From an optimization exercise on the open Yosys and OpenROAD flow, aimed at small area, a short achievable clock period and few clock cycles per item; shortcuts taken in it are not production practice.
Function was checked by simulation only, so behaviour that the tests miss may differ from the original.
Power and IR drop assume default switching activity.

==> design.v <==
module qmx_lane (
    input  wire [31:0] x,          
    input  wire        act,        
    input  wire [3:0]  fmt,        
    input  wire        rz,         
    input  wire [7:0]  code,       
    input  wire        nan_blk,    
    input  wire        inf_blk,    
    output reg  [31:0] word
);
    reg signed [5:0] emin, emax;
    reg [2:0] mbits;           
    reg [4:0] bias;
    reg [3:0] nmax;            
    reg [2:0] wsign;           
    reg       is_int;
    always @* begin
        emin = 0; emax = 0; mbits = 0; bias = 0; nmax = 0; wsign = 0; is_int = 0;
        case (fmt)
            4'h4: begin emin = -6;  emax = 8;  mbits = 3; bias = 7;  nmax = 14; wsign = 7; end  
            4'h5: begin emin = -14; emax = 15; mbits = 2; bias = 15; nmax = 7;  wsign = 7; end  
            4'h6: begin emin = -2;  emax = 4;  mbits = 2; bias = 3;  nmax = 7;  wsign = 5; end  
            4'h7: begin emin = 0;   emax = 2;  mbits = 3; bias = 1;  nmax = 15; wsign = 5; end  
            4'h8: begin emin = 0;   emax = 2;  mbits = 1; bias = 1;  nmax = 3;  wsign = 3; end  
            default: begin is_int = 1; end                                                      
        endcase
    end
    wire        s   = x[31];
    wire [7:0]  ex  = x[30:23];
    wire [22:0] man = x[22:0];
    wire [23:0] sig = {ex != 8'd0, man};
    wire [7:0]  ex1 = (ex == 8'd0) ? 8'd1 : ex;    
    reg signed [11:0] lg;
    integer k;
    always @* begin
        if (ex != 8'd0) begin
            lg = $signed({4'd0, ex}) - 12'sd127;
        end else begin
            lg = -12'sd149;
            for (k = 0; k < 23; k = k + 1)
                if (man[k]) lg = $signed(k) - 12'sd149;
        end
    end
    wire signed [11:0] t     = lg - $signed({4'd0, code}) + 12'sd127;
    wire signed [11:0] e     = (t < emin) ? emin : t;
    wire signed [11:0] ulpe  = is_int ? -12'sd6 : (e - $signed({9'd0, mbits}));
    wire signed [11:0] sh    = ulpe + $signed({4'd0, code}) + 12'sd23 - $signed({4'd0, ex1});
    wire [5:0]         shc   = (sh < 0) ? 6'd0 : (sh > 12'sd40) ? 6'd40 : sh[5:0];
    wire [63:0] shifted = {sig, 40'd0} >> shc;
    wire [23:0] n0      = shifted[63:40];
    wire        guard   = shifted[39];
    wire        sticky  = |shifted[38:0];
    wire        up      = !rz && guard && (sticky || n0[0]);
    wire [24:0] n       = {1'b0, n0} + up;
    wire [4:0]  one_m   = 5'd1 << mbits;           
    wire        carry   = (n == ({20'd0, one_m} << 1));
    wire [4:0]  nf      = carry ? one_m : n[4:0];
    wire signed [11:0] ef = carry ? e + 12'sd1 : e;
    wire        over    = (ef > emax) || ((ef == emax) && (nf > {1'b0, nmax}));
    wire        fp_clamp = over && !rz;
    wire        fp_zero  = !over && (nf == 5'd0);
    reg  [7:0]  fp_elem;
    reg  [4:0]  fp_E;
    reg  [3:0]  fp_M;
    always @* begin
        if (over) begin
            fp_E = emax + bias;
            fp_M = nmax - one_m[3:0];
        end else if (nf < one_m) begin
            fp_E = 5'd0;                           
            fp_M = nf[3:0];
        end else begin
            fp_E = ef[4:0] + bias;
            fp_M = nf[3:0] - one_m[3:0];
        end
        fp_elem = ({7'd0, s} << wsign) | ({3'd0, fp_E} << mbits) | {4'd0, fp_M};
    end
    wire        int_clamp = !s && (n > 25'd127);
    wire [7:0]  int_mag   = n[7:0];
    wire [7:0]  int_elem  = int_clamp ? 8'h7F : (s ? (8'd0 - int_mag) : int_mag);
    wire        int_zero  = (n == 25'd0);
    wire        clamp   = is_int ? int_clamp : fp_clamp;
    wire        qzero   = is_int ? int_zero  : fp_zero;
    wire [7:0]  elem    = is_int ? int_elem  : fp_elem;
    wire        nonzero = (x[30:0] != 31'd0);
    wire        lost    = qzero && nonzero;
    always @* begin
        if (!act)
            word = 32'd0;
        else if (nan_blk || inf_blk)
            word = {14'd0, inf_blk, nan_blk, 8'hFF, 8'h00};
        else
            word = {12'd0, clamp, lost, 2'b00, code, elem};
    end
endmodule
module qmx_unit (
    input  wire        clk,
    input  wire        rst_n,       
    input  wire        in_valid,
    output wire        in_ready,
    input  wire [31:0] in_data,     
    input  wire        in_act,      
    input  wire [3:0]  in_fmt,      
    input  wire        in_rz,       
    output wire        out_valid,
    input  wire        out_ready,
    output wire [31:0] out_word,    
    output wire        out_we       
);
    localparam S_IN = 1'b0, S_OUT = 1'b1;
    reg        state;
    reg [4:0]  lane;                
    reg        out_valid_r;
    reg [31:0] out_word_r;
    reg        out_we_r;
    reg [31:0] data [0:31];
    reg [31:0] act;
    reg [3:0]  fmt;
    reg        rz;
    reg        any_nan, any_inf, any_nz;
    reg [8:0]  max_lg;              
    assign in_ready  = (state == S_IN);
    assign out_valid = out_valid_r;
    assign out_word  = out_word_r;
    assign out_we    = out_we_r;
    wire in_fire  = in_valid && in_ready;
    wire out_fire = out_valid && out_ready;
    wire load     = (state == S_OUT) && (!out_valid_r || out_ready);
    wire [31:0] lane_word;
    wire [7:0]  in_ex  = in_data[30:23];
    wire [22:0] in_man = in_data[22:0];
    wire        in_nan = in_act && (in_ex == 8'hFF) && (in_man != 23'd0);
    wire        in_inf = in_act && (in_ex == 8'hFF) && (in_man == 23'd0);
    wire        in_nz  = in_act && (in_data[30:0] != 31'd0);
    reg  [8:0]  in_lg;              
    integer k;
    always @* begin
        if (in_ex != 8'd0) begin
            in_lg = {1'b0, in_ex} + 9'd22;
        end else begin
            in_lg = 9'd0;
            for (k = 0; k < 23; k = k + 1)
                if (in_man[k]) in_lg = k[8:0];
        end
    end
    reg [3:0] emax;
    always @* begin
        case (fmt)
            4'h4: emax = 4'd8;
            4'h5: emax = 4'd15;
            4'h6: emax = 4'd4;
            4'h7: emax = 4'd2;
            4'h8: emax = 4'd2;
            default: emax = 4'd0;
        endcase
    end
    wire signed [10:0] code_raw = $signed({2'b00, max_lg}) - 11'sd22 - $signed({7'd0, emax});
    wire [7:0] code = !any_nz          ? 8'd0 :
                      (code_raw < 0)   ? 8'd0 :
                      (code_raw > 254) ? 8'd254 : code_raw[7:0];
    always @(posedge clk) begin
        if (!rst_n) begin
            state   <= S_IN;
            lane    <= 5'd0;
            any_nan <= 1'b0;
            any_inf <= 1'b0;
            any_nz  <= 1'b0;
            max_lg  <= 9'd0;
        end else if (state == S_IN) begin
            if (in_fire) begin
                data[lane] <= in_data;
                act[lane]  <= in_act;
                if (lane == 5'd0) begin
                    fmt     <= in_fmt;
                    rz      <= in_rz;
                    any_nan <= in_nan;
                    any_inf <= in_inf;
                    any_nz  <= in_nz;
                    max_lg  <= in_nz ? in_lg : 9'd0;
                end else begin
                    any_nan <= any_nan | in_nan;
                    any_inf <= any_inf | in_inf;
                    any_nz  <= any_nz | in_nz;
                    if (in_nz && in_lg > max_lg)
                        max_lg <= in_lg;
                end
                lane <= lane + 5'd1;
                if (lane == 5'd31)
                    state <= S_OUT;
            end
        end else begin
            if (load) begin
                lane <= lane + 5'd1;
                if (lane == 5'd31)
                    state <= S_IN;
            end
        end
    end
    always @(posedge clk) begin
        if (!rst_n)
            out_valid_r <= 1'b0;
        else if (load)
            out_valid_r <= 1'b1;
        else if (out_fire)
            out_valid_r <= 1'b0;
    end
    always @(posedge clk) begin
        if (load) begin
            out_word_r <= lane_word;
            out_we_r   <= act[lane];
        end
    end
    qmx_lane u_lane (
        .x       (data[lane]),
        .act     (act[lane]),
        .fmt     (fmt),
        .rz      (rz),
        .code    (code),
        .nan_blk (any_nan),
        .inf_blk (any_inf && !any_nan),
        .word    (lane_word)
    );
endmodule
==> run.sh <==
#!/bin/bash
# synth_recipe.tcl (not shown) runs the flow's synth.tcl, then flattens the netlist and writes it again
# the make line also repeats each setting of config.mk as NAME=value (left out here)
make -C /OpenROAD-flow-scripts/flow DESIGN_CONFIG=/design/flow/config.mk WORK_HOME=/design/flow/orfs CLKGATE_MAP_FILE= SYNTH_SCRIPT=/design/flow/synth_recipe.tcl finish
==> config.mk <==
export PLATFORM = sky130hd
export DESIGN_NAME = qmx_unit
export DESIGN_NICKNAME = qmx_unit
export VERILOG_FILES = /design/flow/design.v
export SDC_FILE = /design/flow/constraint.sdc
export NUM_CORES = 4
export LEC_CHECK = 0
export CAP_MARGIN = 20
export CORE_MARGIN = 2
export CORE_UTILIZATION = 40
export SLEW_MARGIN = 20
==> constraint.sdc <==
create_clock -name core_clock -period 18.0 [get_ports {clk}]
set_input_delay 3.6000 -clock core_clock [delete_from_list [all_inputs] [get_ports {clk}]]
set_output_delay 3.6000 -clock core_clock [all_outputs]
set_load 0.01 [all_outputs]
==> run_results.csv <==
group,metric,value,unit
logic_synthesis,avgSynthCellArea,16.0,um2
place,globalplace.congestion,0.951,
logic_synthesis,ys_types,105,
routing,viasPerCell,5.93,
floorplan,ios,77,
routing,num_vias,31300,
logic_synthesis,async_flop_share,0,
logic_synthesis,yosysSeqAreaShare,0.638,
sta,clock_skew,86.3,ps
logic_synthesis,synth_largest_area_cell,"edfxtp_1",
clock_tree,cts.sinks,1106,
setup_path,crit_path_top_delay_cell,"fa_1",
routing,ant_nets,0,
setup_path,arrival,17610,ps
routing,drc,0,
global_routing,busiest_layer,"met2",
clock_tree,tritoncts.num_buffers,112,
global_routing,first_global_vias,30500,
floorplan,fp-row-count,131,
floorplan,initial_core_util,0.404,
cells_and_area,final_common_cell,"edfxtp_1",
logic_synthesis,synth_edf_count,1082,
power,p_per_area,141,nW/um2
routing,wl_per_cell,28.1,um
setup_path,crit_type,"register to register",
sta,fin_crit,17180,ps
floorplan,fp.coreArea,128000,um2
setup_path,critPathCaptureType,"register",
logic_synthesis,syn-instance-count,3237,
power,vdd_ir_drop_max,110,uV
power,p_clk_frac,0.265,
sta,finalHoldViolCount,0,
clock_tree,cts_hold_buf,0,
global_routing,gr-usage-met3,0.0417,
setup_path,cpPeakStageDelay,610,ps
logic_synthesis,synth_flop_cell,"edfxtp_1",
global_routing,grt_max_degree,61,
global_routing,grt.total_usage,0.223,
clock_tree,clock_latency,760,ps
power,switching_share,0.364,
place,port_buffers,64,
global_routing,gr-usage-met2,0.368,
global_routing,grt_pass1_wl,214000,um
sta,slew_headroom,0.298,
floorplan,die_x,363,um
global_routing,antenna_found_initial,2,
cells_and_area,final_cell_mix,"1082 x edfxtp_1, 328 x mux4_2, 235 x buf_4",
clock_tree,htreeDepth,3,
power,p_seq_frac,0.338,
setup_path,required,18430,ps
cells_and_area,fin_area,60100,um2
logic_synthesis,syn_area,51700,um2
setup_path,crit_top_cell,"a21oi_1",
power,switching_power,3.07,mW
setup_path,regToRegSetupSlack,820,ps
logic_synthesis,synth_area_leaders,"edfxtp_1 63%, mux4_2 14%, ha_1 2.4%",
sta,drv_slew,0,
logic_synthesis,yosys_warnings,2,
routing,wl,149000,um
power,p_int,5.38,mW
sta,final-setup-viol-count,0,
sta,max_freq,58.2,MHz
place,dp_hpwl,89000,um
floorplan,dieArea,132000,um2
power,power,8.46,mW
cells_and_area,synthToLayoutAreaGrowth,16.3,%
routing,drt_iter0_drc,3846,
power,pwr-share-comb,0.397,
global_routing,use_met1,0.301,
logic_synthesis,yosysTopAreaCellShare,0.629,
cells_and_area,nNetsFinal,3681,
clock_tree,clk_path_buf_depth,3,
job,drv_cap,0,
routing,dr.pass1.iters,5,
sta,worstMarginPinSlew,1040,ps
setup_path,crit_path_start_kind,"register",
power,power_leakage,19.4,nW
clock_tree,clockRootBuffer,"clkbuf_16",
outcome,run_status,"finished clean",
global_routing,overflow,0,
clock_tree,cts_tree,"done",
sta,fin_crit_sh,0.954,
place,placed_area,55800,um2
clock_tree,clk_pin_slew_worst_paths,60,ps
setup_path,worstPathMaxFanout,19,
logic_synthesis,synth_seq_cells,1106,
worst_hold_path,min_path_type,"register to register",
floorplan,die_y,363,um
cells_and_area,layout-drive-gt1-share,0.257,
==> per-stage QoR <==
stage / util / hold WS (ps) / setup WS [ps] / std cells / TNS, ps
2_1_floorplan: - / 443 / 23.5 / 3248 / 0
3_3_place_gp: 0.436 / 470 / -63.1 / 5034 / -63.1
3_5_place_dp: 0.436 / 473 / -226 / 5034 / -619
4_1_cts: 0.464 / 481 / 25.5 / 5242 / 0
5_1_grt: 0.470 / 522 / -121 / 5281 / -594
6_report: 0.470 / 473 / 822 / 5282 / 0
==> cell families after synthesis <==
group / Yosys count / synth area share
flops: 1106 / 0.638
mux: 420 / 0.162
buf+inv: 268 / 0.0222
simple gates: 758 / 0.0706
xor+xnor: 72 / 0.0124
compound gates: 498 / 0.0645
fa+ha+maj: 114 / 0.0299
other cells: 1 / 0.0000726
==> power by group through the flow <==
stage / Clock [mW] / Sequential, mW / Combinational (mW)
after floorplan: 0 / 2.91 / 2.10
after global placement: 0 / 2.91 / 3.17
after detailed placement: 0 / 2.91 / 3.12
after CTS: 2.28 / 2.86 / 3.15
after global routing: 2.38 / 2.86 / 3.62
final: 2.24 / 2.86 / 3.36
==> final timing paths <==
kind	from	endpoint	cells after the start
worst max-delay path	register	out_word_r[3]	69
worst min-delay path	any_nz	any_nz	2
worst max register to register	register	out_word_r[3]	69
worst min register to register	any_nz	any_nz	2
==> timing repair <==
item | in CTS | in global routing
endpoints found under the setup margin | 8 | 10
buffers inserted | 0 | 36
cloned | 0 | 3
pin swaps | 0 | 11
resized for setup | 7 | 101
==> registers in the layout, indices dropped and copies added, names as in the netlist, named ones only <==
name,cells
out_valid_r,1
data,1024
act,32
state,1
out_word_r,20
any_inf,1
lane,5
rz,1
fmt,4
max_lg,9
any_nan,1
any_nz,1
out_we_r,1
==> area by class of cell <==
| class | instances | area [um2] |
|---|---|---|
| fillers | 10900 | 67800 |
| flip-flops and latches | 1106 | 33000 |
| multi-input cells | 1875 | 18300 |
| clock buffers | 132 | 2890 |
| repair buffers | 322 | 2810 |
| well taps | 1662 | 2080 |
| clock inverters | 76 | 644 |
| inverters | 108 | 407 |
| diodes | 1 | 2.50 |
==> synthesized netlist by cell type, drive strengths merged, types with 24 or more instances <==
cell type and number:
a21oi 128, and2 29, buf 79, clkbuf 81, dfxtp 24, edfxtp 1082
ha 98, inv 105, mux2 40, mux2i 52, mux4 328, nand2 202
nand2b 24, nand3 76, nor2 212, nor2b 29, nor3 59, o21ai 118
xnor2 48, xor2 24
==> routing by layer <==
| metal | vias to the layer above | routed length, um |
|---|---|---|
| li1 | 13600 | - |
| met1 | 16100 | 60400 |
| met2 | 1387 | 72400 |
| met3 | 268 | 11300 |
| met4 | 2 | 4460 |
| met5 | - | 13 |
==> worst max-delay path: cells and delay by family (launching register included) <==
family	cells	cell delay [ps]
xor+xnor	1	150
buf+inv	8	1310
flops	1	440
fa+ha+maj	9	3320
mux	6	2460
compound gates	26	5410
simple gates	19	3740
Testbench counts, summed over its fixed seeds: cycles 65,544, blocks 1,024.

[port drivers added, routing unchanged]
The results above use ideal ports. As a check the final layout listed here was re-extracted and re-timed, cells and wires unchanged. Step 1 (the two cells are an assumption about what drives the block):
set clk [get_ports {clk}]
set_driving_cell -lib_cell sky130_fd_sc_hd__clkbuf_16 $clk
set_driving_cell -lib_cell sky130_fd_sc_hd__buf_2 [delete_from_list [all_inputs] $clk]
Step 2 times the ports against the registers' clock, not the clock port: input delays grow and output delays shrink by t, the midpoint of the rising clock arrivals with the driver on. Three values: ideal ports, drivers, drivers and shift; two values: the first two.
t, ns: 0.787
setup WS [ns]: 0.822 / 0.822 / 0.822
worst setup path at the end: register to register
clock arrival spread, ns: 0.089 / 0.089
worst register clock-pin slew, ns: 0.07 / 0.07
After both steps this run still meets setup and hold. The setup slack of this run moves by 0.000 ns with the drivers and by 0.000 ns with both steps.
